From an optimization exercise on the open Yosys and OpenROAD flow, aimed at small area; shortcuts taken in it are not production practice.
In this exercise RTL edits were held to simulation tests only and were not proved equivalent to the original.
Power is estimated from default activity; no workload was simulated.

### design/flow/run.sh
#!/bin/bash
# synth_recipe.tcl (not shown) runs the flow's synth.tcl, then flattens the netlist and writes it again
# the make line also repeats each setting of config.mk as NAME=value (left out here)
make -C /OpenROAD-flow-scripts/flow DESIGN_CONFIG=/design/flow/config.mk WORK_HOME=/design/flow/orfs CLKGATE_MAP_FILE= SYNTH_SCRIPT=/design/flow/synth_recipe.tcl finish
### design/flow/config.mk
export PLATFORM = sky130hd
export DESIGN_NAME = sd_channel
export DESIGN_NICKNAME = sd_channel
export VERILOG_FILES = /design/flow/design.v
export SDC_FILE = /design/flow/constraint.sdc
export NUM_CORES = 4
export LEC_CHECK = 0
export ABC_AREA = 1
export CAP_MARGIN = 20
export CORE_MARGIN = 2
export CORE_UTILIZATION = 60
export CTS_CLUSTER_DIAMETER = 90
export CTS_CLUSTER_SIZE = 30
export SLEW_MARGIN = 20
### design/flow/constraint.sdc
create_clock -name core_clock -period 12.0 [get_ports {clk}]
set_input_delay 2.4000 -clock core_clock [delete_from_list [all_inputs] [get_ports {clk}]]
set_output_delay 2.4000 -clock core_clock [all_outputs]
set_load 0.01 [all_outputs]
### design/flow/design.v
module sd_rca #(
    parameter W = 8
) (
    input  wire [W-1:0] a,
    input  wire [W-1:0] b,
    input  wire         ci,
    output wire [W-1:0] s,
    output wire         co
);
    wire [W:0] c;
    assign c[0] = ci;
    genvar i;
    generate
        for (i = 0; i < W; i = i + 1) begin : g_bit
            assign s[i]   = a[i] ^ b[i] ^ c[i];
            assign c[i+1] = (a[i] & b[i]) | (c[i] & (a[i] ^ b[i]));
        end
    endgenerate
    assign co = c[W];
endmodule
module sd_inc #(
    parameter W = 8
) (
    input  wire [W-1:0] a,
    input  wire         ci,
    output wire [W-1:0] s,
    output wire         co
);
    wire [W:0] c;
    assign c[0] = ci;
    genvar i;
    generate
        for (i = 0; i < W; i = i + 1) begin : g_bit
            assign s[i]   = a[i] ^ c[i];
            assign c[i+1] = a[i] & c[i];
        end
    endgenerate
    assign co = c[W];
endmodule
module sd_cla48 (
    input  wire [47:0] a,
    input  wire [47:0] b,
    input  wire        ci,
    output wire [47:0] s
);
    wire [47:0] p = a ^ b;
    wire [47:0] g = a & b;
    wire [12:0] bc;
    wire [47:0] c;
    assign bc[0] = ci;
    genvar j, i;
    generate
        for (j = 0; j < 12; j = j + 1) begin : g_blk
            wire [3:0] pp = p[4*j+3:4*j];
            wire [3:0] gg = g[4*j+3:4*j];
            wire bp = &pp;
            wire bg = gg[3] | (pp[3] & gg[2]) | (pp[3] & pp[2] & gg[1]) |
                      (pp[3] & pp[2] & pp[1] & gg[0]);
            assign bc[j+1] = bg | (bp & bc[j]);
            assign c[4*j] = bc[j];
            for (i = 0; i < 3; i = i + 1) begin : g_in
                assign c[4*j+i+1] = gg[i] | (pp[i] & c[4*j+i]);
            end
        end
    endgenerate
    assign s = p ^ c;
endmodule
module sd_mdiv (
    input  wire        clk,
    input  wire        clr,
    input  wire [6:0]  ival,      
    input  wire [8:0]  mval,      
    input  wire [2:0]  nmul,      
    input  wire        ld,        
    input  wire [5:0]  dig,
    input  wire        go,        
    output wire        last,      
    output wire        pre,       
    output reg  [24:0] q,         
    output reg         neg
);
    localparam S_INIT = 3'd0, S_MUL = 3'd1, S_IDLE = 3'd2, S_DIV = 3'd3, S_FIN = 3'd4;
    reg [2:0]  st;
    reg [4:0]  cnt;
    reg [2:0]  mcnt;
    reg [47:0] rem;
    reg [46:0] dv;
    wire [3:0] mtop = mval[8] ? 4'd7 : mval[7] ? 4'd6 : mval[6] ? 4'd5 :
                      mval[5] ? 4'd4 : mval[4] ? 4'd3 : mval[3] ? 4'd2 : 4'd1;
    wire       mbit = mval[cnt[3:0]];
    wire       ild  = (st == S_INIT);
    wire       mul  = (st == S_MUL);
    wire       dvs  = (st == S_DIV) | go;
    wire       zr   = ~|rem;
    wire       sub  = dvs & ~rem[47] & (~neg | ~zr);
    wire       bon  = mul ? mbit : ~sub;       
    wire [47:0] bop = {sub, {47{bon}} & dv | {47{sub}} & ~dv};
    wire [47:0] alu;
    sd_cla48 u_alu (.a({rem[46:0], 1'b0}), .b(bop), .ci(sub), .s(alu));
    wire [5:0] idig = (cnt[2:0] == 3'd7) ? ival[5:0] :
                      (cnt[2:0] == 3'd6) ? {5'd0, ival[6]} : 6'd0;
    wire [47:0] rem_n = (ld | ild) ? {ild ? idig : dig, rem[47:6]} : alu;
    assign last = (st == S_FIN);
    assign pre  = (st == S_DIV) & (cnt == 5'd7);
    always @(posedge clk) begin
        rem <= rem_n;
        q   <= {q[23:0], ~(rem[47] | (neg & zr))};    
        if (ld) neg <= dig[5];
        if (clr) begin
            st   <= S_INIT;
            cnt  <= 5'd7;
            mcnt <= 3'd0;
        end else begin
            case (st)
                S_INIT: begin
                    cnt <= cnt - 5'd1;
                    if (cnt[2:0] == 3'd0) begin
                        dv  <= rem_n[46:0];
                        st  <= S_MUL;
                        cnt <= {1'b0, mtop};
                    end
                end
                S_MUL: begin
                    cnt <= cnt - 5'd1;
                    if (cnt == 5'd0) begin
                        dv   <= alu[46:0];
                        mcnt <= mcnt + 3'd1;
                        cnt  <= {1'b0, mtop};
                        if (mcnt + 3'd1 == nmul) st <= S_IDLE;
                    end
                end
                S_IDLE: begin
                    if (go) begin
                        st  <= S_DIV;
                        cnt <= 5'd23;
                    end
                end
                S_DIV: begin
                    cnt <= cnt - 5'd1;
                    if (cnt == 5'd0) st <= S_FIN;
                end
                default: st <= S_IDLE;
            endcase
        end
    end
endmodule
module sd_fdiv (
    input  wire        clk,
    input  wire        clr,
    input  wire [5:0]  fr,
    input  wire        ld,        
    input  wire [1:0]  dig,
    input  wire        sgn,       
    input  wire        go,        
    output wire        last,      
    output reg  [15:0] q,         
    output reg         neg
);
    localparam S_INIT = 2'd0, S_MUL = 2'd1, S_IDLE = 2'd2, S_DIV = 2'd3;
    reg [1:0]  st;
    reg [3:0]  cnt;
    reg        mcnt;
    reg [16:0] rem;
    reg [15:0] dv;
    wire [2:0] mtop = fr[5] ? 3'd4 : fr[4] ? 3'd3 : fr[3] ? 3'd2 : 3'd1;
    wire       mbit = fr[cnt[2:0]];
    wire        ild  = (st == S_INIT);
    wire        mul  = (st == S_MUL);
    wire        sub  = ~mul & ~neg;
    wire [16:0] rem2 = {rem[15:0], 1'b0};
    wire [16:0] alu;
    wire        co;
    sd_rca #(.W(17)) u_alu (.a(rem2), .b({1'b0, dv} ^ {17{sub}}), .ci(sub), .s(alu), .co(co));
    wire        acc  = mul ? mbit : neg ? (alu[16] | ~|alu) : co;
    wire [1:0]  idig = (cnt[2:0] == 3'd7) ? fr[1:0] : (cnt[2:0] == 3'd6) ? fr[3:2] :
                       (cnt[2:0] == 3'd5) ? fr[5:4] : 2'd0;
    wire [16:0] rem_n = (ld | ild) ? {~ild & sgn, ild ? idig : dig, rem[15:2]} :
                        acc ? alu : rem2;
    assign last = (st == S_DIV) & (cnt == 4'd0);
    always @(posedge clk) begin
        rem <= rem_n;
        q   <= {q[14:0], acc ^ neg};
        if (ld) neg <= sgn;
        if (clr) begin
            st   <= S_INIT;
            cnt  <= 4'd7;
            mcnt <= 1'b0;
        end else begin
            case (st)
                S_INIT: begin
                    cnt <= cnt - 4'd1;
                    if (cnt[2:0] == 3'd0) begin
                        dv  <= rem_n[15:0];
                        st  <= S_MUL;
                        cnt <= {1'b0, mtop};
                    end
                end
                S_MUL: begin
                    cnt <= cnt - 4'd1;
                    if (cnt == 4'd0) begin
                        dv   <= rem_n[15:0];
                        mcnt <= 1'b1;
                        cnt  <= {1'b0, mtop};
                        if (mcnt) st <= S_IDLE;
                    end
                end
                S_IDLE: begin
                    if (go) begin
                        st  <= S_DIV;
                        cnt <= 4'd14;
                    end
                end
                default: begin
                    cnt <= cnt - 4'd1;
                    if (cnt == 4'd0) st <= S_IDLE;
                end
            endcase
        end
    end
endmodule
module sd_channel (
    input  wire        clk,
    input  wire        rst,             
    input  wire        en,              
    input  wire [2:0]  cfg_order,       
    input  wire [8:0]  cfg_decim,       
    input  wire [6:0]  cfg_len,         
    input  wire        cfg_fen,         
    input  wire [5:0]  cfg_fr,          
    input  wire [3:0]  cfg_fcnt,        
    input  wire [15:0] cfg_fast_hi,     
    input  wire [15:0] cfg_fast_lo,     
    input  wire        sd_valid,        
    input  wire        sd_bit,
    input  wire        clr_stuck,       
    input  wire        clr_fast_trip,   
    output reg         res_valid,
    output wire [31:0] res_value,       
    output wire [7:0]  res_qual,        
    output wire [15:0] res_count,       
    output reg         fast_valid,
    output wire [15:0] fast_value,      
    output reg         stat_stuck,
    output reg         stat_fast_trip
);
    wire clr  = rst | ~en;
    wire fclr = clr | ~cfg_fen;
    wire take = en & sd_valid & ~rst;
    reg  [2:0] ph;
    wire [2:0] ph_n;
    sd_inc #(.W(3)) u_ph (.a(ph), .ci(1'b1), .s(ph_n), .co());
    always @(posedge clk) ph <= ph_n;
    wire ph0 = (ph == 3'd0);
    wire ph1 = (ph == 3'd1);
    wire ph7 = (ph == 3'd7);
    reg        xnew;           
    reg        fst;            
    reg [6:0]  run;            
    reg [10:0] sc;             
    wire        same     = ~fst & (sd_bit == xnew);
    wire        run_sat  = &run;
    wire [6:0]  run_inc;
    sd_inc #(.W(7)) u_run (.a(run), .ci(~run_sat), .s(run_inc), .co());
    wire [6:0]  run_n    = same ? run_inc : 7'd0;
    wire        stuck_n  = &run_n;
    wire        stuck_end = ~fst & ~same & run_sat;
    wire        sc_sat   = &sc;
    wire [10:0] sc_inc;
    sd_inc #(.W(11)) u_sc (.a(sc), .ci(~sc_sat), .s(sc_inc), .co());
    wire [10:0] sc_n     = (fst | stuck_end) ? 11'd1 : sc_inc;
    wire [10:0] kr_a = cfg_order[2] ? {cfg_decim, 2'b00} :
                       cfg_order[1] ? {1'b0, cfg_decim, 1'b0} : 11'd0;
    wire [10:0] kr_b = cfg_order[0] ? {2'b00, cfg_decim} : 11'd0;
    wire [10:0] kr, need;
    sd_rca #(.W(11)) u_kr   (.a(kr_a), .b(kr_b), .ci(1'b0), .s(kr), .co());
    sd_rca #(.W(11)) u_need (.a(kr), .b({4'd0, cfg_len}), .ci(1'b0), .s(need), .co());
    wire        sc_ge;
    sd_rca #(.W(11)) u_scmp (.a(sc), .b(~need), .ci(1'b1), .s(), .co(sc_ge));
    always @(posedge clk) begin
        if (take) begin
            xnew <= sd_bit;
            run  <= run_n;
        end
        if (clr)       fst <= 1'b1;
        else if (take) fst <= 1'b0;
        if (take) sc <= sc_n;
    end
    reg  [8:0] dcnt;           
    reg  [5:0] fdcnt;          
    reg  [1:0] fidx;           
    reg  [6:0] nbl;            
    wire [8:0] dcnt_inc;
    wire [5:0] fdcnt_inc;
    wire [6:0] nbl_dec;
    sd_inc #(.W(9)) u_dcnt  (.a(dcnt), .ci(1'b1), .s(dcnt_inc), .co());
    sd_inc #(.W(6)) u_fdcnt (.a(fdcnt), .ci(1'b1), .s(fdcnt_inc), .co());
    sd_rca #(.W(7)) u_nbl   (.a(nbl), .b(7'h7F), .ci(1'b0), .s(nbl_dec), .co());
    wire       wend  = (dcnt_inc == cfg_decim);
    wire       fwend = (fdcnt_inc == cfg_fr);
    wire       nbl_z = ~|nbl;
    reg pend;                  
    reg p_old;                 
    reg upd;                   
    reg cw, ws, fcw, fws;      
    reg fwq_cmp;               
    reg xr;                    
    reg q_settle, q_stuck;     
    wire d_end = ~|dcnt;
    wire d_beg = (dcnt == 9'd1);
    wire f_end = ~|fdcnt;
    wire f_beg = (fdcnt == 6'd1);
    always @(posedge clk) begin
        if (clr) begin
            dcnt <= 9'd0;
            nbl  <= cfg_len;
            pend <= 1'b0;
            upd  <= 1'b0;
        end else begin
            if (take) begin
                dcnt <= wend ? 9'd0 : dcnt_inc;
                if (~nbl_z) nbl <= nbl_dec;
            end
            if (take) pend <= 1'b1;
            else if (ph7) pend <= 1'b0;
            if (ph7) upd <= pend;
        end
        if (take) p_old <= nbl_z;
        if (ph7) begin
            cw  <= d_end;
            ws  <= pend & d_beg;
            fcw <= f_end & cfg_fen;
            fws <= pend & f_beg;
        end
        if (ph7 & pend & d_end) begin     
            q_settle <= ~sc_ge;
            q_stuck  <= &run;
        end
        if (ph0) xr <= xnew;
    end
    always @(posedge clk) begin
        if (fclr) begin
            fdcnt <= 6'd0;
            fidx  <= 2'd0;
        end else if (take) begin
            fdcnt <= fwend ? 6'd0 : fdcnt_inc;
            if (fwend) begin
                fwq_cmp <= fidx[1] & ~stuck_n;
                fidx    <= {fidx[1] | fidx[0], ~fidx[1] & ~fidx[0]};
            end
        end
    end
    reg zf, zc;
    always @(posedge clk) begin
        if (clr) zf <= 1'b1; else if (ph7 & zc) zf <= 1'b0;
        zc <= clr ? 1'b0 : ph7 ? 1'b1 : zc;
    end
    reg [63:0] hr;
    reg        hc;             
    reg        xo;             
    reg [7:0]  bsum;           
    wire [5:0] old_idx = cfg_len[5:0] - 6'd1;
    wire [7:0] hn      = upd ? {hr[6:0], ph0 ? xnew : hc} : hr[7:0];
    always @(posedge clk) begin
        hr <= {hn, hr[63:8]};
        hc <= hr[7];
        if (upd && ph == old_idx[5:3]) xo <= hn[old_idx[2:0]];
    end
    wire       bchg   = ~p_old | (xnew ^ xo);
    wire       btwo   = p_old;
    wire [7:0] bdelta = ~bchg ? 8'd0 : xnew ? {6'd0, btwo, ~btwo} : {6'h3F, 1'b1, ~btwo};
    wire [7:0] bsum_a;
    sd_rca #(.W(8)) u_bsum (.a(bsum), .b(bdelta), .ci(1'b0), .s(bsum_a), .co());
    wire [7:0] bsum_n = (cfg_len == 7'd0) ? {{7{~xnew}}, 1'b1} : bsum_a;
    always @(posedge clk) begin
        if (clr) bsum <= 8'd0;
        else if (upd & ph0) bsum <= bsum_n;
    end
    reg [47:0] ir1, ir2, ir3, ir4, ir5;
    reg [47:0] cr2, cr3, cr4, cr5;
    reg [5:1]  icy;            
    reg [5:2]  cby;            
    wire [5:0] bdig = ph0 ? bsum_n[5:0] : ph1 ? {{4{bsum[7]}}, bsum[7:6]} : {6{bsum[7]}};
    wire k1  = ~cfg_order[2] & ~cfg_order[1];                    
    wire kle2 = ~cfg_order[2] & ~(cfg_order[1] & cfg_order[0]);   
    wire kle3 = ~cfg_order[2];                                    
    wire kle4 = ~(cfg_order[2] & cfg_order[0]);                   
    wire m1 = zf | kle4;
    wire m2 = zf | kle3;
    wire m3 = zf | kle2;
    wire m4 = zf | k1;
    wire m5 = zf | ws;
    wire n2 = zf | k1;
    wire n3 = zf | kle2;
    wire n4 = zf | kle3;
    wire n5 = zf | kle4;
    wire [5:0] io1 = ir1[5:0] & {6{~m1}};
    wire [5:0] io2 = ir2[5:0] & {6{~m2}};
    wire [5:0] io3 = ir3[5:0] & {6{~m3}};
    wire [5:0] io4 = ir4[5:0] & {6{~m4}};
    wire [5:0] io5 = ir5[5:0] & {6{~m5}};
    wire [5:0] cn2 = cr2[5:0] | {6{n2}};    
    wire [5:0] cn3 = cr3[5:0] | {6{n3}};
    wire [5:0] cn4 = cr4[5:0] | {6{n4}};
    wire [5:0] cn5 = cr5[5:0] | {6{n5}};
    wire [5:0] s1, s2, s3, s4, s5;
    wire [5:1] ic;
    sd_rca #(.W(6)) u_i1 (.a(io1), .b(bdig & {6{upd}}), .ci(icy[1] & ~ph0), .s(s1), .co(ic[1]));
    sd_rca #(.W(6)) u_i2 (.a(io2), .b(s1 & {6{upd}}),   .ci(icy[2] & ~ph0), .s(s2), .co(ic[2]));
    sd_rca #(.W(6)) u_i3 (.a(io3), .b(s2 & {6{upd}}),   .ci(icy[3] & ~ph0), .s(s3), .co(ic[3]));
    sd_rca #(.W(6)) u_i4 (.a(io4), .b(s3 & {6{upd}}),   .ci(icy[4] & ~ph0), .s(s4), .co(ic[4]));
    sd_rca #(.W(6)) u_i5 (.a(io5), .b(s4 & {6{upd}}),   .ci(icy[5] & ~ph0), .s(s5), .co(ic[5]));
    wire [5:0] c2, c3, c4, c5;
    wire [5:2] cc;
    sd_rca #(.W(6)) u_c2 (.a(s5), .b(cn2), .ci(cby[2] | ph0), .s(c2), .co(cc[2]));
    sd_rca #(.W(6)) u_c3 (.a(c2), .b(cn3), .ci(cby[3] | ph0), .s(c3), .co(cc[3]));
    sd_rca #(.W(6)) u_c4 (.a(c3), .b(cn4), .ci(cby[4] | ph0), .s(c4), .co(cc[4]));
    sd_rca #(.W(6)) u_c5 (.a(c4), .b(cn5), .ci(cby[5] | ph0), .s(c5), .co(cc[5]));
    wire cwu = cw & upd;
    always @(posedge clk) begin
        ir1 <= {s1, ir1[47:6]};
        ir2 <= {s2, ir2[47:6]};
        ir3 <= {s3, ir3[47:6]};
        ir4 <= {s4, ir4[47:6]};
        ir5 <= {s5, ir5[47:6]};
        cr2 <= {cwu ? ~s5 : cn2, cr2[47:6]};
        cr3 <= {cwu ? ~c2 : cn3, cr3[47:6]};
        cr4 <= {cwu ? ~c3 : cn4, cr4[47:6]};
        cr5 <= {cwu ? ~c4 : cn5, cr5[47:6]};
        icy <= ic;
        cby <= cc;
    end
    wire        m_last, m_pre;
    wire [24:0] m_q;
    wire        m_neg;
    reg         m_go;
    always @(posedge clk) m_go <= cwu & ph7 & ~clr;
    sd_mdiv u_mdiv (
        .clk(clk), .clr(clr),
        .ival({cfg_len[6:1], cfg_len[0] | ~|cfg_len}), .mval(cfg_decim), .nmul(cfg_order),
        .ld(cwu), .dig(c5), .go(m_go),
        .last(m_last), .pre(m_pre), .q(m_q), .neg(m_neg)
    );
    wire [23:0] rv_lo;
    wire        rv_co;
    sd_inc #(.W(24)) u_rv (.a(m_q[24:1]), .ci(m_q[0]), .s(rv_lo), .co(rv_co));
    assign res_value = {{7{m_neg & ~rv_co}}, rv_co ^ m_neg, rv_lo};
    assign res_qual = {1'b0, q_stuck, 3'b000, q_settle, 1'b0, q_settle | q_stuck};
    reg  [15:0] rcr;
    reg         rcy;           
    reg         ri;            
    reg         rcz, rcc;      
    wire        ph2  = (ph == 3'd2);
    wire [1:0]  rch  = rcr[1:0] & {2{~rcz}};
    wire        rcin = ri & (ph2 | rcy);
    wire [1:0]  rcs;
    wire        rco;
    sd_inc #(.W(2)) u_rc (.a(rch), .ci(rcin), .s(rcs), .co(rco));
    assign res_count = rcr;
    always @(posedge clk) begin
        rcr <= {rcs, rcr[15:2]};
        rcy <= rco;
        ri  <= m_pre ? 1'b1 : ph1 ? 1'b0 : ri;
        if (rst) rcz <= 1'b1; else if (ph1 & rcc) rcz <= 1'b0;
        rcc <= rst ? 1'b0 : ph1 ? 1'b1 : rcc;
    end
    always @(posedge clk) begin
        if (rst) res_valid <= 1'b0;
        else     res_valid <= m_last & ~clr;
    end
    reg [15:0] fi1, fi2, fi3, fd2, fd3;
    reg [3:1]  ficy;
    reg [3:2]  fdcy;
    wire [1:0] xdig = ph0 ? {~xnew, 1'b1} : {2{~xr}};
    wire [1:0] fio1 = fi1[1:0] & {2{~zf}};
    wire [1:0] fio2 = fi2[1:0] & {2{~zf}};
    wire [1:0] fio3 = fi3[1:0] & {2{~(zf | fws)}};
    wire [1:0] fdn2 = fd2[1:0] | {2{zf}};    
    wire [1:0] fdn3 = fd3[1:0] | {2{zf}};
    wire [1:0] fs1, fs2, fs3, fc2, fc3;
    wire [3:1] fic;
    wire [3:2] fcc;
    sd_rca #(.W(2)) u_fi1 (.a(fio1), .b(xdig & {2{upd}}), .ci(ficy[1] & ~ph0), .s(fs1), .co(fic[1]));
    sd_rca #(.W(2)) u_fi2 (.a(fio2), .b(fs1 & {2{upd}}),  .ci(ficy[2] & ~ph0), .s(fs2), .co(fic[2]));
    sd_rca #(.W(2)) u_fi3 (.a(fio3), .b(fs2 & {2{upd}}),  .ci(ficy[3] & ~ph0), .s(fs3), .co(fic[3]));
    sd_rca #(.W(2)) u_fc2 (.a(fs3),  .b(fdn2), .ci(fdcy[2] | ph0), .s(fc2), .co(fcc[2]));
    sd_rca #(.W(2)) u_fc3 (.a(fc2),  .b(fdn3), .ci(fdcy[3] | ph0), .s(fc3), .co(fcc[3]));
    wire fcwu = fcw & upd;
    always @(posedge clk) begin
        fi1 <= {fs1, fi1[15:2]};
        fi2 <= {fs2, fi2[15:2]};
        fi3 <= {fs3, fi3[15:2]};
        fd2 <= {fcwu ? ~fs3 : fdn2, fd2[15:2]};
        fd3 <= {fcwu ? ~fc2 : fdn3, fd3[15:2]};
        ficy <= fic;
        fdcy <= fcc;
    end
    reg fz;
    always @(posedge clk) fz <= (ph0 | fz) & ~|fc3;
    wire f_sgn = fc3[1] & ~(fz & ~fc3[0] & xr);
    wire        f_last;
    wire [15:0] f_q;
    wire        f_neg;
    reg         f_go;
    always @(posedge clk) f_go <= fcwu & ph7 & ~fclr;
    sd_fdiv u_fdiv (
        .clk(clk), .clr(fclr), .fr(cfg_fr),
        .ld(fcwu), .dig(fc3), .sgn(f_sgn), .go(f_go),
        .last(f_last), .q(f_q), .neg(f_neg)
    );
    wire [14:0] fv_lo;
    wire        fv_co;
    sd_inc #(.W(15)) u_fv (.a(f_q[15:1]), .ci(f_q[0]), .s(fv_lo), .co(fv_co));
    assign fast_value = (~f_neg & fv_co) ? 16'h7FFF : {fv_co ^ f_neg, fv_lo};
    wire gt_hi, lt_lo;
    sd_rca #(.W(16)) u_ghi (.a({~fast_value[15], fast_value[14:0]}), .b({cfg_fast_hi[15], ~cfg_fast_hi[14:0]}),
                            .ci(1'b0), .s(), .co(gt_hi));
    sd_rca #(.W(16)) u_llo (.a({~cfg_fast_lo[15], cfg_fast_lo[14:0]}), .b({fast_value[15], ~fast_value[14:0]}),
                            .ci(1'b0), .s(), .co(lt_lo));
    wire beyond = gt_hi | lt_lo;
    reg  [3:0] tcnt;           
    wire [3:0] tcnt_i;
    sd_inc #(.W(4)) u_tc (.a(tcnt), .ci(~tcnt[3]), .s(tcnt_i), .co());
    wire [3:0] tcnt_n = (fwq_cmp & beyond) ? tcnt_i : 4'd0;
    wire       t_ge;
    sd_rca #(.W(4)) u_tcmp (.a(tcnt_n), .b(~cfg_fcnt), .ci(1'b1), .s(), .co(t_ge));
    wire       trips  = t_ge;            
    always @(posedge clk) begin
        if (fclr) tcnt <= 4'd0;
        else if (fast_valid) tcnt <= tcnt_n;
        if (rst) fast_valid <= 1'b0;
        else     fast_valid <= f_last & ~fclr;
    end
    always @(posedge clk) begin
        if (rst) begin
            stat_stuck     <= 1'b0;
            stat_fast_trip <= 1'b0;
        end else begin
            stat_stuck     <= (stat_stuck & ~clr_stuck) | (take & stuck_n);
            stat_fast_trip <= (stat_fast_trip & ~clr_fast_trip) | (fast_valid & trips);
        end
    end
endmodule
==> results_dict.tcl, run 1 <==
set metrics [dict create \
    status "timing/DRC/antenna clean" \
    hold_violations 0 \
    clockRootBuffer "clkbuf_16" \
    final_cells 3761 \
    cts_buffers 39 \
    switching_power_w 0.001175 \
    setup_viol 0 \
    gp_congestion 0.8447 \
    synth_xor_area_share_pct 1.752 \
    synth_simple_gate_area_share_pct 9.698 \
    grt_pass1_vias 19150 \
    grt_setup_unrepaired "no" \
    final.min_clock_period_ps 11270 \
    grt_antenna_before_repair 0 \
    tns_ps 0 \
    grt_max_degree 83 \
    drv_cap 0 \
    synth_edf_count 101 \
    synth_compound_area_share_pct 7.135 \
    final_common_cell "dfxtp_1" \
    die_w_um 233.1 \
    switching_share_pct 23.28 \
    fin_nets 3462 \
    clk_latency_ps 600 \
    die-area_um2 54340 \
    cp-end-kind "flip-flop" \
    tritoncts "yes" \
    final_cell_mix "778 x dfxtp_1, 472 x nand2_1, 407 x inv_1" \
    dp_hpwl_um 43040 \
    postCtsSetupRepairBufs 0 \
    syn2layout_area_growth_pct 11.00 \
    cpPeakStageDelay_ps 570 \
    initial_core_util_pct 61.02 \
    tightest_slew_ps 1045 \
    pwr-share-seq_pct 60.5 \
    synth_top_family_by_area "adder cells" \
    dp_cells 3705 \
    post-route-drc-count 0 \
    start_kind "primary input" \
    ctsResizeCount 0 \
    netlist_instances 2919 \
    yosys.area_share.adder_pct 16.19 \
    cts_max_path_buffers 3 \
    coreArea_um2 51610 \
    std_cell_rows 83 \
    cts_hold_buf 0 \
    wire_per_inst_um 15.76 \
    first_pass_iters 6 \
    grt_pass1_wl_um 96260 \
    fin_skew_ps 36.63 \
    num_vias 18920 \
    synth_seq_cells 879 \
    cpMostUsedCell "fa_1" \
    p_int_w 0.003872 \
    synth_mux_area_share_pct 0 \
    required_ps 12490 \
    drive_gt1_share_pct 4.641 \
    num_io_pins 145 \
    post-route-period-util_pct 93.91 \
    arrival_ps 11760 \
    vdd_drop_max_mv 0.1695 \
    yosysSeqAreaShare_pct 59.09 \
    combPwrFrac_pct 8.4 \
    critPathMaxFanout 9 \
    wirelength_um 59290 \
    report.final.slew_viol_count 0 \
    vias_per_cell 5.031 \
    htree_levels 2 \
    clkSinkCount 879 \
    yosysWarnings 3 \
    drt_iter0_markers 1050 \
    path_clk_slew_ps 100 \
    gr-usage-all-layers_pct 22.51 \
    crit_family "adder cells" \
    netlist_area_um2 31490 \
    numPortBuffers 139 \
    antenna_left 0 \
    synthDistinctLibCells 54 \
    cp_slowest_cell "clkdlybuf4s50_1" \
    diodes 0 \
    hold_class "flip-flop to flip-flop" \
    max_slew_margin_pct 29.59 \
    critPathBufInv 10 \
    criticalPathCategory "primary input to flip-flop" \
    overflow 0 \
    timing.fmax_mhz 88.74 \
    synth_flop_cell "dfxtp_1" \
    pwr-share-clk_pct 31.1 \
    postSynth.asyncResetShare_pct 0 \
    die_h_um 233.1 \
    p_leak_nw 15.55 \
    syn_area_per_cell_um2 10.79 \
    p_per_area_nw_per_um2 144.4 \
]
==> power groups by stage <==
stage	Combinational, W	Sequential (W)	Clock [W]
finish	0.000424	0.00305	0.00157
global route	0.000487	0.00306	0.00171
CTS	0.000429	0.00305	0.00162
detailed placement	0.000424	0.00312	0
global placement	0.000410	0.00312	0
floorplan	0.000281	0.00311	0
==> through the flow <==
stage | setup slack (ps) | utilization (%) | total power (W) | hold slack (ps) | instance area, µm²
2_1_floorplan | 1026 | - | 0.003388 | 309.6 | 31510
3_3_place_gp | 337.6 | 65.37 | 0.003528 | 309.5 | 33740
3_5_place_dp | 165.7 | 65.37 | 0.003544 | 312.1 | 33740
4_1_cts | 748.1 | 67.73 | 0.005100 | 313.5 | 34960
5_1_grt | 230.7 | 67.73 | 0.005260 | 321.1 | 34960
6_report | 730.9 | 67.73 | 0.005047 | 314.0 | 34960
==> cell families (layout without fill, tap and decap cells) <==
kind of cell | Yosys count | count (layout)
DFF | 879 | 879
and+or+nand+nor | 751 | 751
buffers and inverters | 501 | 659
AOI/OAI and AO/OA | 397 | 397
adders and majority gates | 327 | 327
xor gates and xnor gates | 63 | 63
other | 1 | 5
==> metal layers <==
metal | GRT usage (%) | up-vias | share of wire (%)
met5 | 0 | - | 0
met4 | 6.389 | 0 | 2.3
met3 | 2.734 | 82 | 4.0
met2 | 37.31 | 345 | 46
met1 | 31.30 | 8992 | 47
li1 | - | 9503 | -
==> Yosys cell counts (3+ instances only) <==
cell / n / area share, %
a2111oi_0: 3 / 0.083
a211oi_1: 7 / 0.17
a21o_1: 3 / 0.072
a21oi_1: 64 / 1.0
a221oi_1: 5 / 0.14
a22oi_1: 20 / 0.48
a41oi_1: 3 / 0.083
buf_1: 6 / 0.072
buf_4: 13 / 0.31
clkbuf_1: 61 / 0.73
dfxtp_1: 778 / 49
edfxtp_1: 101 / 9.6
fa_1: 134 / 8.5
ha_1: 193 / 7.7
inv_1: 408 / 4.9
inv_2: 10 / 0.12
nand2_1: 472 / 5.6
nand3_1: 22 / 0.35
nand4_1: 14 / 0.28
nor2_1: 168 / 2.0
nor3_1: 22 / 0.35
nor3b_1: 3 / 0.072
nor4_1: 16 / 0.32
o211ai_1: 14 / 0.33
o21a_1: 4 / 0.095
o21ai_0: 241 / 3.8
o21ai_1: 3 / 0.048
o21bai_1: 4 / 0.095
o221ai_1: 5 / 0.14
o22ai_1: 5 / 0.099
or2_2: 25 / 0.50
xnor2_1: 42 / 1.2
xor2_1: 21 / 0.58
==> flip-flops by register name, summed over array words and instances, names as in the netlist, 25 cells and up <==
name / flops
u_mdiv.dv: 47
ir3: 48
ir5: 48
ir4: 48
ir2: 48
cr2: 48
u_mdiv.rem: 48
ir1: 48
hr: 64
cr5: 48
cr4: 48
u_mdiv.q: 25
cr3: 48
==> path summary, 6_finish.rpt <==
| kind | from | end | slack (ps) | depth (start not counted) |
|---|---|---|---|---|
| max | cfg_len[0] | u_mdiv.rem[47]$_DFF_P_ | 730 | 35 |
| max reg2reg | ph[0]$_DFF_P_ | u_mdiv.rem[47]$_DFF_P_ | 2150 | 34 |
| min | hr[23]$_DFF_P_ | hr[15]$_DFF_P_ | 310 | 0 |
| min reg2reg | hr[23]$_DFF_P_ | hr[15]$_DFF_P_ | 310 | 0 |
==> area by class of cell <==
cell class | count | area (µm²)
Clock buffer | 44 | 1037
Clock inverter | 12 | 182.7
Fill cell | 3958 | 16660
Inverter | 420 | 1577
Multi-Input combinational cell | 1543 | 10980
Sequential cell | 879 | 18610
Tap cell | 680 | 850.8
Timing Repair Buffer | 183 | 1722
==> run 2, diff against run 1 <==
--- a/design/flow/design.v
+++ b/design/flow/design.v
@@ -398,10 +398,14 @@
     wire [5:0] io3 = ir3[5:0] & {6{~m3}};
     wire [5:0] io4 = ir4[5:0] & {6{~m4}};
     wire [5:0] io5 = ir5[5:0] & {6{~m5}};
-    wire [5:0] cn2 = cr2[5:0] | {6{n2}};    
-    wire [5:0] cn3 = cr3[5:0] | {6{n3}};
-    wire [5:0] cn4 = cr4[5:0] | {6{n4}};
-    wire [5:0] cn5 = cr5[5:0] | {6{n5}};
+    wire [5:0] co2 = cr2[5:0] & {6{~n2}};
+    wire [5:0] co3 = cr3[5:0] & {6{~n3}};
+    wire [5:0] co4 = cr4[5:0] & {6{~n4}};
+    wire [5:0] co5 = cr5[5:0] & {6{~n5}};
+    wire [5:0] cn2 = ~co2;                   
+    wire [5:0] cn3 = ~co3;
+    wire [5:0] cn4 = ~co4;
+    wire [5:0] cn5 = ~co5;
     wire [5:0] s1, s2, s3, s4, s5;
     wire [5:1] ic;
     sd_rca #(.W(6)) u_i1 (.a(io1), .b(bdig & {6{upd}}), .ci(icy[1] & ~ph0), .s(s1), .co(ic[1]));
@@ -422,10 +426,10 @@
         ir3 <= {s3, ir3[47:6]};
         ir4 <= {s4, ir4[47:6]};
         ir5 <= {s5, ir5[47:6]};
-        cr2 <= {cwu ? ~s5 : cn2, cr2[47:6]};
-        cr3 <= {cwu ? ~c2 : cn3, cr3[47:6]};
-        cr4 <= {cwu ? ~c3 : cn4, cr4[47:6]};
-        cr5 <= {cwu ? ~c4 : cn5, cr5[47:6]};
+        cr2 <= {cwu ? s5 : co2, cr2[47:6]};
+        cr3 <= {cwu ? c2 : co3, cr3[47:6]};
+        cr4 <= {cwu ? c3 : co4, cr4[47:6]};
+        cr5 <= {cwu ? c4 : co5, cr5[47:6]};
         icy <= ic;
         cby <= cc;
     end
@@ -474,8 +478,10 @@
     wire [1:0] fio1 = fi1[1:0] & {2{~zf}};
     wire [1:0] fio2 = fi2[1:0] & {2{~zf}};
     wire [1:0] fio3 = fi3[1:0] & {2{~(zf | fws)}};
-    wire [1:0] fdn2 = fd2[1:0] | {2{zf}};    
-    wire [1:0] fdn3 = fd3[1:0] | {2{zf}};
+    wire [1:0] fdo2 = fd2[1:0] & {2{~zf}};
+    wire [1:0] fdo3 = fd3[1:0] & {2{~zf}};
+    wire [1:0] fdn2 = ~fdo2;                 
+    wire [1:0] fdn3 = ~fdo3;
     wire [1:0] fs1, fs2, fs3, fc2, fc3;
     wire [3:1] fic;
     wire [3:2] fcc;
@@ -489,8 +495,8 @@
         fi1 <= {fs1, fi1[15:2]};
         fi2 <= {fs2, fi2[15:2]};
         fi3 <= {fs3, fi3[15:2]};
-        fd2 <= {fcwu ? ~fs3 : fdn2, fd2[15:2]};
-        fd3 <= {fcwu ? ~fc2 : fdn3, fd3[15:2]};
+        fd2 <= {fcwu ? fs3 : fdo2, fd2[15:2]};
+        fd3 <= {fcwu ? fc2 : fdo3, fd3[15:2]};
         ficy <= fic;
         fdcy <= fcc;
     end
--- a/design/flow/config.mk
+++ b/design/flow/config.mk
@@ -8,7 +8,7 @@
 export ABC_AREA = 1
 export CAP_MARGIN = 20
 export CORE_MARGIN = 2
-export CORE_UTILIZATION = 60
-export CTS_CLUSTER_DIAMETER = 90
-export CTS_CLUSTER_SIZE = 30
+export CORE_UTILIZATION = 40
+export CTS_CLUSTER_DIAMETER = 110
+export CTS_CLUSTER_SIZE = 26
 export SLEW_MARGIN = 20
==> run 2 against run 1 <==
Still clean; final area grew 1.1%; register-to-register slack gained 190 ps; combinational power grew 3%; wire length shrank 0.92%; non-clock buffer count shrank 1; die area grew 49%; maximum frequency grew 1.3%; core utilization shrank 22 points; first-iteration DRC count shrank 0.48%; global-route usage shrank 7.9 points; hold slack lost 2.3 ps; critical path type unchanged; largest cell class unchanged; largest power group unchanged.
==> results_dict.tcl, run 2 <==
set metrics [dict create \
    synth_most_common_cell "dfxtp_1" \
    cpMostUsedCell "fa_1" \
    initial_core_util_pct 40.54 \
    post-route-period-util_pct 92.68 \
    cts_buffers 40 \
    synth_flop_cell "dfxtp_1" \
    gp_congestion 0.8187 \
    required_ps 12450 \
    final.min_clock_period_ps 11120 \
    grt_max_degree 67 \
    grt_setup_unrepaired "no" \
    grt_pass1_wl_um 95420 \
    hold_start "fd3[12]$_DFF_P_" \
    tritoncts "yes" \
    tns_ps 0 \
    fin_skew_ps 34.44 \
    wire_per_inst_um 14.19 \
    switching_share_pct 22.91 \
    die_w_um 284.6 \
    synthDistinctLibCells 56 \
    gr-usage-all-layers_pct 14.63 \
    startpoint "cfg_len[1]" \
    postCtsSetupRepairBufs 0 \
    max_slew_margin_pct 31.81 \
    status "timing/DRC/antenna clean" \
    synth_top_area_share_pct 49.44 \
    use_met2_pct 23.00 \
    num_io_pins 145 \
    area.sequential_um2 18610 \
    met3_usage_pct 2.151 \
    cts_hold_buf 0 \
    cts_max_path_buffers 3 \
    grtUsageMet1_pct 21.37 \
    combPwrFrac_pct 8.7 \
    ctsResizeCount 0 \
    netlist_area_um2 31510 \
    yosysWarnings 3 \
    drive_gt1_share_pct 5.972 \
    wirelength_um 58740 \
    finalPower_w 0.005015 \
    nFillCells 7234 \
    r2r_cells 35 \
    numPortBuffers 139 \
    dpl_worst_slack_ps 317.2 \
    switching_power_w 0.001149 \
    path_clk_slew_ps 100 \
    fin_nets 3477 \
    setup_ws_ps 878.3 \
    antenna_left 0 \
    vdd_drop_max_mv 0.08567 \
    crit_cells 35 \
    netlist_top_cells_count "778 x dfxtp_1, 487 x nand2_1, 349 x inv_1, 193 x ha_1, 186 x o21ai_1" \
    num_vias 18550 \
    top_register "hr" \
    setup_viol 0 \
    std_cell_rows 102 \
    drv_cap 0 \
    multi_input_area_um2 10990 \
    hold_violations 0 \
    overflow 0 \
    synth_seq_cells 879 \
    final_common_cell "dfxtp_1" \
    diodes 0 \
    rr_startpoint "ph[0]$_DFF_P_" \
    htree_levels 2 \
    drt_iter0_markers 1045 \
    clkSinkCount 879 \
    start_kind "primary input" \
    die-area_um2 81020 \
    cp_slowest_cell "fa_1" \
    largest_reg_flops 64 \
    synth_edf_count 101 \
    coreArea_um2 77720 \
    netlist_instances 2931 \
    clockRootBuffer "clkbuf_16" \
    first_pass_iters 5 \
    grt_pass1_vias 18050 \
    synthTopCellsByArea "dfxtp_1 49%, edfxtp_1 9.6%, fa_1 8.5%" \
    yosysSeqAreaShare_pct 59.06 \
    stdcell_area_um2 35350 \
    post-route-drc-count 0 \
    cp-end-kind "flip-flop" \
    crit_family "adder cells" \
    final_cell_mix "778 x dfxtp_1, 487 x nand2_1, 349 x inv_1" \
    pwr-share-clk_pct 30.5 \
    whs_path_depth 0 \
    report.final.slew_viol_count 0 \
    syn_area_per_cell_um2 10.75 \
    criticalPathCategory "primary input to flip-flop" \
    die_h_um 284.6 \
    vias_per_cell 4.483 \
    syn2layout_area_growth_pct 12.20 \
    clk_latency_ps 590 \
    hold_class "flip-flop to flip-flop" \
    timing.fmax_mhz 89.91 \
    p_int_w 0.003866 \
    busiest_layer "met2" \
    postSynth.asyncResetShare_pct 0 \
    yosysTopAreaCell "dfxtp_1" \
    dp_hpwl_um 42430 \
    placed_cell_area_um2 34210 \
    p_per_area_nw_per_um2 141.9 \
    arrival_ps 11580 \
    grt_antenna_before_repair 1 \
    pwr-share-seq_pct 60.8 \
    tightest_slew_ps 1012 \
    p_leak_nw 15.39 \
    critPathBufInv 10 \
    cpPeakStageDelay_ps 570 \
    critPathMaxFanout 9 \
]
run 2: cell types whose count changed after synthesis, moves of 10 or more:
cell and delta:
o21ai_1 +183, o21ai_0 -175, inv_2 +63, inv_1 -59
a21oi_1 +19, or2_2 -18, nand2_1 +15, nor3_1 -10
run 2: cell families after synthesis:
group | synth area share (%)
adders and majority gates | 16.18
muxes | 0.03177
DFF | 59.06
buffers and inverters | 6.164
other | 0.01190
AOI/OAI and AO/OA | 7.105
xor gates and xnor gates | 1.918
and+or+nand+nor | 9.527
run 2: power groups by stage:
| stage | clock, W | combinational (W) | sequential (W) |
|---|---|---|---|
| 6_report | 0.00153 | 0.000436 | 0.00305 |
| 5_1_grt | 0.00169 | 0.000509 | 0.00306 |
| 4_1_cts | 0.00159 | 0.000444 | 0.00305 |
| 3_5_place_dp | 0 | 0.000440 | 0.00312 |
| 3_3_place_gp | 0 | 0.000434 | 0.00312 |
| 2_1_floorplan | 0 | 0.000299 | 0.00311 |
run 2: worst reg2reg max path, delay by kind of cell (launching register included):
| kind | cells | cell delay, ps |
|---|---|---|
| fa+ha+maj | 15 | 6770 |
| flops | 1 | 410 |
| simple gates | 6 | 680 |
| buf+inv | 10 | 1010 |
| compound gates | 3 | 560 |
| mux | 1 | 100 |
run 2: area by class of cell:
cell class | count | area share (%)
Clock buffer | 56 | 3.122
Clock inverter | 3 | 0.09203
Inverter | 425 | 4.513
Multi-Input combinational cell | 1553 | 31.10
Sequential cell | 879 | 52.64
Tap cell | 1040 | 3.681
Timing Repair Buffer | 182 | 4.849
run 2: final timing paths:
kind         slack [ps]                      to
max                 880  u_mdiv.rem[47]$_DFF_P_
min                 310         fd3[10]$_DFF_P_
max reg2reg        2340  u_mdiv.rem[47]$_DFF_P_
min reg2reg         310         fd3[10]$_DFF_P_
run 2: through the flow:
step | std cells | hold slack, ps | util (%)
floorplan | 2935 | 309.6 | -
global placement | 4079 | 309.5 | 44.02
detailed placement | 4079 | 312.1 | 44.02
CTS | 4138 | 310.0 | 45.48
global route | 4138 | 316.0 | 45.48
finish | 4138 | 311.7 | 45.48
run 2: routing by layer:
metal  share of wire [%]  vias to the layer above
met4                 1.4                        0
li1                    -                     9565
met2                  44                      250
met1                  50                     8686
met5                   0                        -
met3                 3.8                       50
==> run 3, diff against run 2 <==
--- a/design/flow/config.mk
+++ b/design/flow/config.mk
@@ -9,6 +9,6 @@
 export CAP_MARGIN = 20
 export CORE_MARGIN = 2
 export CORE_UTILIZATION = 40
-export CTS_CLUSTER_DIAMETER = 110
-export CTS_CLUSTER_SIZE = 26
+export CTS_CLUSTER_DIAMETER = 80
+export CTS_CLUSTER_SIZE = 34
 export SLEW_MARGIN = 20
==> run 3 against run 2 <==
Still clean; critical path depth unchanged; final area increased by 1.0%; first-iteration DRC count increased by 3.7%; hold slack got worse by 24 ps; worst setup slack improved by 33 ps; sequential cell count unchanged; maximum frequency increased by 0.30%; core utilization increased by 0.47 points; via count increased by 0.30%; clock power increased by 14%.
==> results_dict.tcl, run 3 <==
set metrics [dict create \
    antenna_left 0 \
    die_w_um 284.6 \
    yosysWarnings 3 \
    grt_setup_unrepaired "no" \
    first_pass_iters 5 \
    tightest_slew_ps 1025 \
    vdd_drop_max_mv 0.08319 \
    cpPeakStageDelay_ps 550 \
    drv_cap 0 \
    netlist_top_cells_count "778 x dfxtp_1, 487 x nand2_1, 349 x inv_1, 193 x ha_1, 186 x o21ai_1" \
    htree_levels 2 \
    hold_class "flip-flop to flip-flop" \
    postCtsSetupRepairBufs 0 \
    largest_reg_flops 64 \
    grt_antenna_before_repair 1 \
    num_io_pins 145 \
    cts_max_path_buffers 3 \
    clk_latency_ps 620 \
    setup_ws_ps 911.3 \
    grt_pass1_wl_um 95430 \
    wirelength_um 58640 \
    overflow 0 \
    start_kind "primary input" \
    grt_pass1_vias 18060 \
    ctsResizeCount 0 \
    hold_violations 0 \
    max_slew_margin_pct 30.92 \
    std_cell_rows 102 \
    top_register "hr" \
    synthTopCellsByArea "dfxtp_1 49%, edfxtp_1 9.6%, fa_1 8.5%" \
    die-area_um2 81020 \
    setup_viol 0 \
    clkSinkCount 879 \
    netlist_instances 2931 \
    whs_path_depth 0 \
    fin_skew_ps 57.58 \
    r2r_cells 35 \
    cpMostUsedCell "fa_1" \
    worst_hold_slack_ps 288.0 \
    clockRootBuffer "clkbuf_16" \
    synth_most_common_cell "dfxtp_1" \
    drt_iter0_markers 1084 \
    criticalPathCategory "primary input to flip-flop" \
    hold_start "fi3[11]$_DFF_P_" \
    fin_nets 3478 \
    p_per_area_nw_per_um2 146.7 \
    gp_congestion 0.8187 \
    critPathMaxFanout 9 \
    numPortBuffers 139 \
    synthDistinctLibCells 56 \
    tritoncts "yes" \
    syn_area_per_cell_um2 10.75 \
    stdcell_area_um2 35710 \
    report.final.slew_viol_count 0 \
    r2r_end "u_mdiv.rem[47]$_DFF_P_" \
    synth_flop_cell "dfxtp_1" \
    vias_per_cell 4.487 \
    arrival_ps 11580 \
    cts_hold_buf 0 \
    rrSetupSlack_ps 2350 \
    final_cell_mix "778 x dfxtp_1, 487 x nand2_1, 349 x inv_1" \
    yosysSeqAreaShare_pct 59.06 \
    status "timing/DRC/antenna clean" \
    initial_core_util_pct 40.54 \
    final.min_clock_period_ps 11090 \
    synth_top_area_share_pct 49.44 \
    die_h_um 284.6 \
    synth_seq_cells 879 \
    tns_ps 0 \
    gr-usage-all-layers_pct 14.64 \
    drive_gt1_share_pct 6.566 \
    placed_cell_area_um2 34210 \
    dp_hpwl_um 42430 \
    cp_slowest_cell "fa_1" \
    post-route-period-util_pct 92.41 \
    diodes 0 \
    num_vias 18610 \
    hold_path_end "fi3[9]$_DFF_P_" \
    syn2layout_area_growth_pct 13.36 \
    coreArea_um2 77720 \
    postSynth.asyncResetShare_pct 0 \
    wire_per_inst_um 14.14 \
    cts_buffers 41 \
    timing.fmax_mhz 90.18 \
    p_leak_nw 15.56 \
    grt_max_degree 67 \
    final_common_cell "dfxtp_1" \
    post-route-drc-count 0 \
    netlist_area_um2 31510 \
    dpl_worst_slack_ps 317.2 \
    required_ps 12490 \
    rr_startpoint "ph[0]$_DFF_P_" \
    synth_edf_count 101 \
    path_clk_slew_ps 110 \
    cp-end-kind "flip-flop" \
    yosysTopAreaCell "dfxtp_1" \
]
## run 3: cell counts after synthesis
Identical to the previous run, type by type.
## run 3: how the worst max path moves through the flow
stage                from                     end  slack, ps
2_1_floorplan  cfg_len[0]  u_mdiv.rem[47]$_DFF_P_        870
3_3_place_gp   cfg_len[0]  u_mdiv.rem[47]$_DFF_P_        510
3_5_place_dp   cfg_len[1]  u_mdiv.rem[47]$_DFF_P_        320
4_1_cts        cfg_len[1]  u_mdiv.rem[47]$_DFF_P_        930
5_1_grt        cfg_len[1]  u_mdiv.rem[47]$_DFF_P_        460
6_report       cfg_len[1]  u_mdiv.rem[47]$_DFF_P_        910
## run 3: per-stage QoR
| step | total power (W) | utilization [%] | instances |
|---|---|---|---|
| 3_3_place_gp | 0.003553 | 44.02 | 4079 |
| 3_5_place_dp | 0.003558 | 44.02 | 4079 |
| 6_report | 0.005238 | 45.95 | 4147 |
| 4_1_cts | 0.005314 | 45.95 | 4147 |
| 5_1_grt | 0.005489 | 45.95 | 4147 |
| 2_1_floorplan | 0.003405 | - | 2935 |
## run 3: worst max-delay path, delay by kind of cell
kind,cells,cell delay (ps)
adders and majority gates,15,6720
buffers and inverters,10,1360
and+or+nand+nor,6,580
AOI/OAI and AO/OA,3,440
muxes,1,90
## run 3: power by group
part	internal [W]	switching (W)	total, W
registers	0.00302	0.0000324	0.00305
logic	0.000196	0.000240	0.000436
clock network	0.000733	0.00102	0.00175
total	0.00395	0.00129	0.00524
## run 3: logic make-up (layout without fill, tap and decap cells)
kind of cell	count (synthesis)	in the layout	synth area share [%]
adders and majority gates	327	327	16.18
and+or+nand+nor	744	744	9.527
xor gates and xnor gates	69	69	1.918
other	1	5	0.01190
DFF	879	879	59.06
buffers and inverters	503	675	6.164
AOI/OAI and AO/OA	407	407	7.105
muxes	1	1	0.03177
## run 3: final cells by class
cell class	count	area (µm²)
fill	7191	42010
sequential	879	18610
multi-input combinational	1553	10990
timing repair buffer	182	1714
inverter	425	1595
tap	1040	1301
clock buffer	46	1087
clock inverter	22	412.9
## run 3: per-layer routing
metal  global-route usage, %  part of all wire, %  vias to the layer above
met4                   3.039                  1.5                        0
met1                   21.43                   50                     8699
met2                   22.99                   44                      273
li1                        -                    -                     9581
met5                       0                    0                        -
met3                   2.127                  4.0                       54
==> run 4, diff against run 3 <==
--- a/design/flow/config.mk
+++ b/design/flow/config.mk
@@ -9,6 +9,6 @@
 export CAP_MARGIN = 20
 export CORE_MARGIN = 2
 export CORE_UTILIZATION = 40
-export CTS_CLUSTER_DIAMETER = 80
-export CTS_CLUSTER_SIZE = 34
+export CTS_CLUSTER_DIAMETER = 90
+export CTS_CLUSTER_SIZE = 30
 export SLEW_MARGIN = 20
==> run 4 against run 3 <==
Critical path depth unchanged; still clean on timing, DRC and antenna; sequential power barely moved; worst setup slack got worse by 25 ps; maximum frequency is 0.23% lower; register-to-register slack hardly changed; die area unchanged; highest routed layer unchanged; clock power is 11% lower.
==> results_dict.tcl, run 4 <==
set metrics [dict create \
    overflow 0 \
    coreArea_um2 77720 \
    busiest_layer "met2" \
    antenna_left 0 \
    p_leak_nw 15.43 \
    cts_max_path_buffers 3 \
    yosysWarnings 3 \
    use_met2_pct 22.87 \
    gr-usage-all-layers_pct 14.61 \
    die_h_um 284.6 \
    clk_latency_ps 600 \
    met3_usage_pct 1.990 \
    grt_max_degree 67 \
    critPathBufInv 10 \
    netlist_top_cells_count "778 x dfxtp_1, 487 x nand2_1, 349 x inv_1, 193 x ha_1, 186 x o21ai_1" \
    cpPeakStageDelay_ps 550 \
    synth_flop_cell "dfxtp_1" \
    required_ps 12460 \
    arrival_ps 11580 \
    crit_cells 35 \
    grt_setup_unrepaired "no" \
    drv_cap 0 \
    cp_slowest_cell "fa_1" \
    tritoncts "yes" \
    post-route-period-util_pct 92.62 \
    hold_class "flip-flop to flip-flop" \
    syn_area_per_cell_um2 10.75 \
    netlist_instances 2931 \
    wirelength_um 58510 \
    tns_ps 0 \
    dp_hpwl_um 42430 \
    criticalPathCategory "primary input to flip-flop" \
    first_pass_iters 7 \
    final.min_clock_period_ps 11110 \
    setup_viol 0 \
    postCtsSetupRepairBufs 0 \
    ctsResizeCount 0 \
    die_w_um 284.6 \
    netlist_area_um2 31510 \
    clkSinkCount 879 \
    grt_antenna_before_repair 1 \
    cp-end-kind "flip-flop" \
    num_vias 18520 \
    yosysSeqAreaShare_pct 59.06 \
    fin_skew_ps 32.51 \
    timing.fmax_mhz 89.98 \
    grt_pass1_vias 18020 \
    synth_top_area_share_pct 49.44 \
    die-area_um2 81020 \
    path_clk_slew_ps 100 \
    vdd_drop_max_mv 0.09452 \
    cpMostUsedCell "fa_1" \
    clockRootBuffer "clkbuf_16" \
    gp_congestion 0.8187 \
    synthTopCellsByArea "dfxtp_1 49%, edfxtp_1 9.6%, fa_1 8.5%" \
    diodes 0 \
    cts_hold_buf 0 \
    wire_per_inst_um 14.13 \
    start_kind "primary input" \
    final_common_cell "dfxtp_1" \
    final_cell_mix "778 x dfxtp_1, 487 x nand2_1, 349 x inv_1" \
    largest_reg_flops 64 \
    fin_nets 3475 \
    grt_pass1_wl_um 95160 \
    synth_most_common_cell "dfxtp_1" \
    std_cell_rows 102 \
    numPortBuffers 139 \
    top_register "hr" \
    cts_buffers 38 \
    post-route-drc-count 0 \
    report.final.slew_viol_count 0 \
    syn2layout_area_growth_pct 12.42 \
    num_io_pins 145 \
    r2r_cells 35 \
    synthDistinctLibCells 56 \
    yosysTopAreaCell "dfxtp_1" \
    grtUsageMet1_pct 21.48 \
    p_per_area_nw_per_um2 142.3 \
    max_slew_margin_pct 32.31 \
    initial_core_util_pct 40.54 \
    whs_path_depth 0 \
    tightest_slew_ps 1005 \
    synth_edf_count 101 \
    vias_per_cell 4.474 \
    drt_iter0_markers 1087 \
    postSynth.asyncResetShare_pct 0 \
    status "timing/DRC/antenna clean" \
    drive_gt1_share_pct 6.226 \
    synth_seq_cells 879 \
    nFillCells 7221 \
    critPathMaxFanout 9 \
    worst_hold_slack_ps 320.3 \
    htree_levels 2 \
    crit_family "adder cells" \
    hold_violations 0 \
]
## run 4: cell counts after synthesis
No cell type changed its count.
## run 4: through the flow
step	instance area [µm²]	power, W	utilization (%)	instances	setup WS, ps
floorplan	31520	0.003405	-	2935	867.5
global placement	34210	0.003553	44.02	4079	514.1
detailed placement	34210	0.003558	44.02	4079	317.2
CTS	35420	0.005115	45.57	4140	907.2
global route	35420	0.005292	45.57	4140	435.0
finish	35420	0.005042	45.57	4140	885.9
## run 4: power by group
group / switching, W / leakage, nW / internal, W / total, W
combinational: 0.000240 / 7.60 / 0.000196 / 0.000436
clock: 0.000897 / 0.587 / 0.000658 / 0.00156
sequential: 0.0000325 / 7.24 / 0.00302 / 0.00305
## run 4: area by class of cell
| class | instances | area, µm² | share of cell area [%] |
|---|---|---|---|
| multi-input combinational | 1553 | 10990 | 31.04 |
| clock buffer | 50 | 1070 | 3.020 |
| clock inverter | 11 | 136.4 | 0.3851 |
| tap | 1040 | 1301 | 3.674 |
| sequential | 879 | 18610 | 52.54 |
| inverter | 425 | 1595 | 4.504 |
| timing repair buffer | 182 | 1714 | 4.840 |
## run 4: worst paths after layout
path,slack (ps),endpoint,startpoint
worst max-delay path,890,u_mdiv.rem[47]$_DFF_P_,cfg_len[1]
worst min-delay path,320,cr3[32]$_DFF_P_,cr3[38]$_DFF_P_
worst max register to register,2350,u_mdiv.rem[47]$_DFF_P_,ph[0]$_DFF_P_
worst min register to register,320,cr3[32]$_DFF_P_,cr3[38]$_DFF_P_
## run 4: per-layer routing
layer	wire (µm)	share of wire [%]
met4	850	1.5
met1	29740	51
met5	0	0
met2	25950	44
met3	1963	3.4
## run 4: cells by family after synthesis
logic type | Yosys count | share of synthesized area, %
AO/OA/AOI/OAI | 407 | 7.105
XOR/XNOR | 69 | 1.918
adder cells (fa/ha/maj) | 327 | 16.18
buffers and inverters | 503 | 6.164
flip-flops | 879 | 59.06
multiplexers | 1 | 0.03177
other | 1 | 0.01190
AND/OR/NAND/NOR | 744 | 9.527
==> run 5, diff against run 4 <==
--- a/design/flow/design.v
+++ b/design/flow/design.v
@@ -79,8 +79,8 @@
     output reg  [24:0] q,         
     output reg         neg
 );
-    localparam S_INIT = 3'd0, S_MUL = 3'd1, S_IDLE = 3'd2, S_DIV = 3'd3, S_FIN = 3'd4;
-    reg [2:0]  st;
+    localparam S_INIT = 2'd0, S_MUL = 2'd1, S_IDLE = 2'd2, S_DIV = 2'd3;
+    reg [1:0]  st;
     reg [4:0]  cnt;
     reg [2:0]  mcnt;
     reg [47:0] rem;
@@ -90,9 +90,7 @@
     wire       mbit = mval[cnt[3:0]];
     wire       ild  = (st == S_INIT);
     wire       mul  = (st == S_MUL);
-    wire       dvs  = (st == S_DIV) | go;
-    wire       zr   = ~|rem;
-    wire       sub  = dvs & ~rem[47] & (~neg | ~zr);
+    wire       sub  = (st == S_DIV) ? q[0] : ~mul & ~neg;
     wire       bon  = mul ? mbit : ~sub;       
     wire [47:0] bop = {sub, {47{bon}} & dv | {47{sub}} & ~dv};
     wire [47:0] alu;
@@ -100,11 +98,12 @@
     wire [5:0] idig = (cnt[2:0] == 3'd7) ? ival[5:0] :
                       (cnt[2:0] == 3'd6) ? {5'd0, ival[6]} : 6'd0;
     wire [47:0] rem_n = (ld | ild) ? {ild ? idig : dig, rem[47:6]} : alu;
-    assign last = (st == S_FIN);
-    assign pre  = (st == S_DIV) & (cnt == 5'd7);
+    wire       qb   = neg ? (alu[47] | ~|alu) : ~alu[47];
+    assign last = (st == S_DIV) & (cnt == 5'd0);
+    assign pre  = (st == S_DIV) & (cnt == 5'd8);
     always @(posedge clk) begin
         rem <= rem_n;
-        q   <= {q[23:0], ~(rem[47] | (neg & zr))};    
+        q   <= {q[23:0], qb ^ neg};
         if (ld) neg <= dig[5];
         if (clr) begin
             st   <= S_INIT;
@@ -135,11 +134,10 @@
                         cnt <= 5'd23;
                     end
                 end
-                S_DIV: begin
+                default: begin
                     cnt <= cnt - 5'd1;
-                    if (cnt == 5'd0) st <= S_FIN;
+                    if (cnt == 5'd0) st <= S_IDLE;
                 end
-                default: st <= S_IDLE;
             endcase
         end
     end
@@ -166,20 +164,19 @@
     wire       mbit = fr[cnt[2:0]];
     wire        ild  = (st == S_INIT);
     wire        mul  = (st == S_MUL);
-    wire        sub  = ~mul & ~neg;
-    wire [16:0] rem2 = {rem[15:0], 1'b0};
+    wire        sub  = (st == S_DIV) ? q[0] : ~mul & ~neg;
+    wire        bon  = mul ? mbit : ~sub;      
+    wire [16:0] bop  = {sub, {16{bon}} & dv | {16{sub}} & ~dv};
     wire [16:0] alu;
-    wire        co;
-    sd_rca #(.W(17)) u_alu (.a(rem2), .b({1'b0, dv} ^ {17{sub}}), .ci(sub), .s(alu), .co(co));
-    wire        acc  = mul ? mbit : neg ? (alu[16] | ~|alu) : co;
+    sd_rca #(.W(17)) u_alu (.a({rem[15:0], 1'b0}), .b(bop), .ci(sub), .s(alu), .co());
+    wire        qb   = neg ? (alu[16] | ~|alu) : ~alu[16];
     wire [1:0]  idig = (cnt[2:0] == 3'd7) ? fr[1:0] : (cnt[2:0] == 3'd6) ? fr[3:2] :
                        (cnt[2:0] == 3'd5) ? fr[5:4] : 2'd0;
-    wire [16:0] rem_n = (ld | ild) ? {~ild & sgn, ild ? idig : dig, rem[15:2]} :
-                        acc ? alu : rem2;
+    wire [16:0] rem_n = (ld | ild) ? {~ild & sgn, ild ? idig : dig, rem[15:2]} : alu;
     assign last = (st == S_DIV) & (cnt == 4'd0);
     always @(posedge clk) begin
         rem <= rem_n;
-        q   <= {q[14:0], acc ^ neg};
+        q   <= {q[14:0], qb ^ neg};
         if (ld) neg <= sgn;
         if (clr) begin
             st   <= S_INIT;
@@ -453,9 +450,8 @@
     reg         rcy;           
     reg         ri;            
     reg         rcz, rcc;      
-    wire        ph2  = (ph == 3'd2);
     wire [1:0]  rch  = rcr[1:0] & {2{~rcz}};
-    wire        rcin = ri & (ph2 | rcy);
+    wire        rcin = ri & (ph1 | rcy);
     wire [1:0]  rcs;
     wire        rco;
     sd_inc #(.W(2)) u_rc (.a(rch), .ci(rcin), .s(rcs), .co(rco));
@@ -463,9 +459,9 @@
     always @(posedge clk) begin
         rcr <= {rcs, rcr[15:2]};
         rcy <= rco;
-        ri  <= m_pre ? 1'b1 : ph1 ? 1'b0 : ri;
-        if (rst) rcz <= 1'b1; else if (ph1 & rcc) rcz <= 1'b0;
-        rcc <= rst ? 1'b0 : ph1 ? 1'b1 : rcc;
+        ri  <= m_pre ? 1'b1 : ph0 ? 1'b0 : ri;
+        if (rst) rcz <= 1'b1; else if (ph0 & rcc) rcz <= 1'b0;
+        rcc <= rst ? 1'b0 : ph0 ? 1'b1 : rcc;
     end
     always @(posedge clk) begin
         if (rst) res_valid <= 1'b0;
==> run 5 against run 4 <==
Global-route usage grew 0.79 points; wire length up 3.9%; cell count decreased by 3.1%; core utilization shrank 0.28 points; count of clock-buffer cells in the layout shrank 1; first-iteration DRC count fell by 4.4%; largest power group unchanged; worst setup slack worse by 68 ps; non-clock buffer count is 3 lower; via count decreased by 0.75%; total power rose by 1.6%; still clean on timing, DRC and antenna.
==> results_dict.tcl, run 5 <==
set metrics [dict create \
    fin_nets 3343 \
    final_cell_mix "777 x dfxtp_1, 409 x nand2_1, 358 x inv_1" \
    tritoncts "yes" \
    synth_top_area_share_pct 50.21 \
    vdd_drop_max_mv 0.09121 \
    clkSinkCount 878 \
    final_common_cell "dfxtp_1" \
    required_ps 12490 \
    post-route-drc-count 0 \
    rrSetupSlack_ps 2190 \
    initial_core_util_pct 40.19 \
    grt_pass1_vias 18700 \
    pwr-share-seq_pct 59.8 \
    worst_hold_slack_ps 302.3 \
    final_cells 4010 \
    cpPeakStageDelay_ps 550 \
    tns_ps 0 \
    grt_antenna_before_repair 2 \
    timing.fmax_mhz 89.43 \
    wire_per_inst_um 15.16 \
    vias_per_cell 4.584 \
    die-area_um2 79690 \
    report.final.slew_viol_count 0 \
    fin_skew_ps 39.07 \
    yosys.area_share.adder_pct 16.35 \
    post-route-period-util_pct 93.18 \
    htree_levels 2 \
    synth_edf_count 101 \
    arrival_ps 11680 \
    die_w_um 282.3 \
    postSynth.asyncResetShare_pct 0 \
    antenna_left 0 \
    syn_area_per_cell_um2 11.06 \
    postCtsSetupRepairBufs 0 \
    std_cell_rows 102 \
    hold_class "flip-flop to flip-flop" \
    synth_top_family_by_area "adder cells" \
    path_clk_slew_ps 110 \
    clockRootBuffer "clkbuf_16" \
    cpMostUsedCell "fa_1" \
    p_leak_nw 15.06 \
    cts_hold_buf 0 \
    clk_latency_ps 610 \
    overflow 0 \
    setup_viol 0 \
    synth_most_common_cell "dfxtp_1" \
    synthTopCellsByArea "dfxtp_1 50%, edfxtp_1 9.8%, fa_1 8.6%" \
    grt_pass1_wl_um 97680 \
    p_int_w 0.003907 \
    ctsResizeCount 0 \
    multi_input_area_um2 10690 \
    start_kind "primary input" \
    tightest_slew_ps 892.6 \
    grt_max_degree 92 \
    area.sequential_um2 18590 \
    hold_violations 0 \
    final.min_clock_period_ps 11180 \
    drv_cap 0 \
    yosysSeqAreaShare_pct 60.00 \
    syn2layout_area_growth_pct 12.70 \
    critPathMaxFanout 10 \
    synth_simple_gate_area_share_pct 9.075 \
    combPwrFrac_pct 9.2 \
    synth_mux_area_share_pct 0.5412 \
    yosysTopAreaCell "dfxtp_1" \
    nFillCells 7222 \
    p_per_area_nw_per_um2 146.7 \
    num_io_pins 145 \
    netlist_top_cells_count "777 x dfxtp_1, 409 x nand2_1, 361 x inv_1, 203 x nor2_1, 192 x ha_1" \
    gp_congestion 0.8968 \
    cts_buffers 39 \
    dp_hpwl_um 44890 \
    diodes 0 \
    status "timing/DRC/antenna clean" \
    synth_flop_cell "dfxtp_1" \
    switching_power_w 0.001217 \
    synth_seq_cells 878 \
    synthDistinctLibCells 51 \
    cp-end-kind "flip-flop" \
    grt_setup_unrepaired "no" \
    postLayoutCoreUtil_pct 45.30 \
    dp_cells 3946 \
    yosysWarnings 3 \
    criticalPathCategory "primary input to flip-flop" \
    coreArea_um2 77080 \
    finalPower_w 0.005123 \
    largest_reg_flops 64 \
    synth_xor_area_share_pct 1.470 \
    cp_slowest_cell "fa_1" \
    netlist_instances 2800 \
    die_h_um 282.3 \
    drive_gt1_share_pct 4.579 \
    pwr-share-clk_pct 31.0 \
    synth_compound_area_share_pct 6.971 \
    netlist_area_um2 30980 \
    drt_iter0_markers 1039 \
    cts_max_path_buffers 3 \
    gr-usage-all-layers_pct 15.40 \
    first_pass_iters 6 \
    switching_share_pct 23.75 \
    max_slew_margin_pct 40.03 \
    wirelength_um 60790 \
    numPortBuffers 139 \
    top_register "hr" \
    num_vias 18380 \
]
==> run 5: cell families after synthesis <==
| kind of cell | count (synthesis) |
|---|---|
| and+or+nand+nor | 700 |
| AOI/OAI and AO/OA | 382 |
| xor gates and xnor gates | 52 |
| other | 1 |
| buffers and inverters | 447 |
| muxes | 15 |
| DFF | 878 |
| adders and majority gates | 325 |
==> run 5: cell type report <==
| class | instances | share of cell area (%) |
|---|---|---|
| clock buffers | 49 | 2.960 |
| well taps | 1040 | 3.727 |
| flip-flops and latches | 878 | 53.24 |
| inverters | 372 | 3.999 |
| clock inverters | 13 | 0.5590 |
| repair buffers | 179 | 4.895 |
| multi-input cells | 1479 | 30.62 |
==> run 5: worst paths after layout <==
| path | startpoint | end | depth (start not counted) |
|---|---|---|---|
| setup / recovery | cfg_len[0] | u_mdiv.rem[47]$_DFF_P_ | 33 |
| hold / removal | cr2[35]$_DFF_P_ | cr2[29]$_DFF_P_ | 0 |
| setup reg to reg | ph[0]$_DFF_P_ | u_mdiv.rem[47]$_DFF_P_ | 33 |
| hold reg to reg | cr2[35]$_DFF_P_ | cr2[29]$_DFF_P_ | 0 |
==> run 5: per-layer routing <==
metal | global-route usage (%) | wire length, µm | vias to the layer above | part of all wire, %
met4 | 3.473 | 1034 | 4 | 1.7
met3 | 2.486 | 2721 | 68 | 4.5
met5 | 0 | 18 | - | 0.030
met1 | 21.11 | 28710 | 8778 | 47
li1 | - | - | 9208 | -
met2 | 25.60 | 28300 | 325 | 47
==> run 5: per-stage QoR <==
step	worst slack, ps	instance area (µm²)
6_report	817.9	34920
5_1_grt	362.8	34920
4_1_cts	802.4	34880
3_5_place_dp	145.0	33650
3_3_place_gp	386.2	33650
2_1_floorplan	917.1	31000
==> run 5: power by group through the flow <==
stage	combinational, W	clock [W]	sequential [W]
2_1_floorplan	0.000292	0	0.00312
3_3_place_gp	0.000460	0	0.00313
3_5_place_dp	0.000473	0	0.00313
6_report	0.000469	0.00159	0.00307
4_1_cts	0.000477	0.00165	0.00307
5_1_grt	0.000544	0.00174	0.00307
==> run 5: worst max-delay path, delay by kind of cell <==
kind / cells / cell delay [ps]
adder cells (fa/ha/maj): 15 / 6850
buffers and inverters: 8 / 1220
AND/OR/NAND/NOR: 6 / 560
AO/OA/AOI/OAI: 3 / 510
multiplexers: 1 / 100

==> port drivers added, routing unchanged <==
How much do the figures lean on ideal ports? The routed layouts below were timed once more, with nothing changed but the port constraints.
Step 1 sets driving cells, clkbuf_16 on the clock port and buf_2 on the other inputs (assumed; they add their load-dependent delay and slew).
Step 2, shift: input delay + t, output delay - t, t = (earliest + latest rising clock arrival at the registers) / 2. This alone moves slack from input paths to output paths.
a / b / c = ideal / step 1 / step 2; a / b = the first two.
run | shift t [ns] | slack for setup (ns) | worst data-port slew with drivers (ns)
run 1 | 0.643 | 0.731 / 0.767 / 0.124 | 0.08
run 2 | 0.641 | 0.878 / 0.919 / 0.278 | 0.06
run 3 | 0.657 | 0.911 / 0.951 / 0.294 | 0.06
run 4 | 0.641 | 0.886 / 0.924 / 0.282 | 0.06
run 5 | 0.651 | 0.818 / 0.833 / 0.182 | 0.10
After both steps every run listed still meets setup and hold. For run 5, which loses most, drivers alone change the setup slack by +0.015 ns; drivers and shift together by -0.636 ns.
